Background: an optimization exercise with open tools, aiming at small area, a short achievable clock period and few clock cycles per item. Do not read the settings as production practice.
In this exercise RTL edits were held to simulation tests only and were not proved equivalent to the original.
No activity file was given, so power comes from the tool's default toggle rates.

alpha:
// exact_sum
module exact_sum (
    input  wire        clk,
    input  wire        rst,
    input  wire        in_valid,
    output wire        in_ready,
    input  wire [31:0] in_data,
    input  wire [1:0]  in_dtype,
    input  wire        in_last,
    output wire        out_valid,
    input  wire        out_ready,
    output wire [31:0] out_data
);
For scale: about 3300 cells after synthesis, about 690 flip-flops, about 73 I/O pins, roughly 32000 µm² of cells after synthesis.
==> flow/config.mk <==
export PLATFORM = sky130hd
export DESIGN_NAME = exact_sum
export DESIGN_NICKNAME = exact_sum
export VERILOG_FILES = /design/flow/design.v
export SDC_FILE = /design/flow/constraint.sdc
export NUM_CORES = 8
export LEC_CHECK = 0
export CAP_MARGIN = 20
export CORE_MARGIN = 2
export CORE_UTILIZATION = 40
export SLEW_MARGIN = 20
==> flow/constraint.sdc <==
create_clock -name core_clock -period 15.0 [get_ports {clk}]
set_input_delay 3.0000 -clock core_clock [delete_from_list [all_inputs] [get_ports {clk}]]
set_output_delay 3.0000 -clock core_clock [all_outputs]
set_load 0.01 [all_outputs]
standard.sh (not shown) runs the stock make flow with config.mk's settings and CLKGATE_MAP_FILE= SYNTH_SCRIPT=/design/flow/synth_recipe.tcl, a recipe that flattens the netlist after the stock synthesis.
==> flow/flow/run.sh <==
#!/bin/bash
# Standard synthesis, then the standard layout steps with repair_timing asked
# for a larger setup margin (the SDC, period and IO constraints are unchanged)
# and a smaller clock buffer for the clock tree.
set -e
bash standard.sh synth > synth.log 2>&1
bash standard.sh SETUP_SLACK_MARGIN=11 CTS_BUF_LIST=sky130_fd_sc_hd__clkbuf_8 finish > layout.log 2>&1
Testbench counts of alpha, summed over its fixed seeds: cycles 32,739, items 32,678.
Changes in beta relative to alpha:
==> flow/flow/run.sh <==
#!/bin/bash
# Standard synthesis, then the standard layout steps with repair_timing asked
# for a larger setup margin (the SDC, period and IO constraints are unchanged).
set -e
bash standard.sh synth > synth.log 2>&1
bash standard.sh SETUP_SLACK_MARGIN=11 finish > layout.log 2>&1
Findings:
- Looking at final wirelength across beta and alpha, the one that comes out higher is alpha.
- Against alpha, beta reports a non-clock buffer count that is higher.
- Changes observed in beta relative to alpha: total combinational power stayed essentially flat; clock-buffer cell count went down 33%; wire length of the first global-routing pass now smaller.

Another version of the RTL of exact_sum (not shown whole).
Size in the first run: about 3200 cells after synthesis, roughly 73 I/O pins, ~0.032 mm² of cells after synthesis.
==> flow/design.v (excerpt) <==
module exact_sum (
    input  wire        clk,
    input  wire        rst,
    input  wire        in_valid,
    output wire        in_ready,
    input  wire [31:0] in_data,
    input  wire [1:0]  in_dtype,
    input  wire        in_last,
    output wire        out_valid,
    input  wire        out_ready,
    output wire [31:0] out_data
);
clock: 15.0 ns
lec_check: 0
cap_margin: 20
core_margin: 2
core_utilization: 40
slew_margin: 20
==> flow/flow/run.sh <==
#!/bin/bash
# Standard synthesis, then the standard layout steps with repair_timing asked
# for a larger setup margin (the SDC, period and IO constraints are unchanged),
# larger clock sink clusters and no dummy clock loads.
set -e
bash standard.sh synth > synth.log 2>&1
bash standard.sh SETUP_SLACK_MARGIN=10.8 "CTS_ARGS=-sink_clustering_enable -repair_clock_nets -dont_use_dummy_load -sink_clustering_size 30 -sink_clustering_max_diameter 80" finish > layout.log 2>&1
The first run passed the timing, DRC and antenna checks.
Testbench counts at the start, summed over its fixed seeds: cycles 32,739, items 32,678.
Change:
==> flow/flow/run.sh (replaced) <==
#!/bin/bash
# Standard synthesis, then the standard layout steps with repair_timing asked
# for a larger setup margin (the SDC, period and IO constraints are unchanged),
# larger clock sink clusters and no dummy clock loads.
set -e
bash standard.sh synth > synth.log 2>&1
bash standard.sh SETUP_SLACK_MARGIN=11 "CTS_ARGS=-sink_clustering_enable -repair_clock_nets -dont_use_dummy_load -sink_clustering_size 30 -sink_clustering_max_diameter 80" finish > layout.log 2>&1
Effect: The changed run finished with timing, DRC and antenna clean. Global-route usage falls by 0.17 points. Die area does not change. Non-clock buffer count rises by 21.

## run E
Another version of the RTL of exact_sum (not shown whole).
For scale: roughly 3300 cells after synthesis, roughly 690 flip-flops, ~73 I/O pins, roughly 32000 um^2 of cells after synthesis.
==> flow/design.v (excerpt) <==
module exact_sum (
    input  wire        clk,
    input  wire        rst,
    input  wire        in_valid,
    output wire        in_ready,
    input  wire [31:0] in_data,
    input  wire [1:0]  in_dtype,
    input  wire        in_last,
    output wire        out_valid,
    input  wire        out_ready,
    output wire [31:0] out_data
);
clock: 15.0 ns
lec_check: 0
cap_margin: 20
core_margin: 2
core_utilization: 40
slew_margin: 20
==> flow/flow/run.sh <==
#!/bin/bash
# Standard synthesis, then the standard layout steps with repair_timing asked
# for a larger setup margin (the SDC, period and IO constraints are unchanged).
set -e
bash standard.sh synth > synth.log 2>&1
bash standard.sh SETUP_SLACK_MARGIN=11 CORE_UTILIZATION=60 finish > layout.log 2>&1
Testbench counts of run E, summed over its fixed seeds: cycles 33,366, items 32,678.
#### Input delta (run B over run E)
diff --git a/flow/flow/run.sh b/flow/flow/run.sh
--- a/flow/flow/run.sh
+++ b/flow/flow/run.sh
@@ -4,3 +4,3 @@
 set -e
 bash standard.sh synth > synth.log 2>&1
-bash standard.sh SETUP_SLACK_MARGIN=11 CORE_UTILIZATION=60 finish > layout.log 2>&1
+bash standard.sh SETUP_SLACK_MARGIN=11 finish > layout.log 2>&1
## What came out
- Run E has lower fraction of layout cells with a size suffix above 1 than run B.
- Between run E and run B, the flow reports standard cell core area increasing by more than half.
- Of run E and run B, run E shows the higher power in combinational cells, with run B below it.

## port drivers added, routing unchanged
Ports are ideal in the flow. The routed layouts listed here were re-timed in OpenROAD.
Step 1 sets driving cells, clkbuf_16 on the clock port and buf_2 on the other inputs (assumed; they add their load-dependent delay and slew).
Step 2 adds t to the input delays and takes it off the output delays; t is the mean of the earliest and latest rising clock arrival at the registers after step 1. Input paths then give back, and output paths get back, about the clock's delay inside the block.
Slacks: no drivers / after step 1 / after step 2; pairs: no drivers / after step 1.
run	t (ns)	setup slack, ns	worst data-port slew with drivers (ns)
alpha	0.801	10.664 / 10.601 / 10.153	0.06
beta	0.676	10.777 / 10.712 / 10.124	0.06
the first run of note 2	0.631	10.799 / 10.734 / 10.307	0.03
the second run of note 2	0.627	10.801 / 10.738 / 10.479	0.04
run E	0.685	10.771 / 10.706 / 10.241	0.06
run B	0.680	10.794 / 10.726 / 10.266	0.09
After both steps setup and hold are still met in every run listed. The setup slack of beta, which loses most, moves by -0.065 ns with the drivers and by -0.653 ns with both steps.
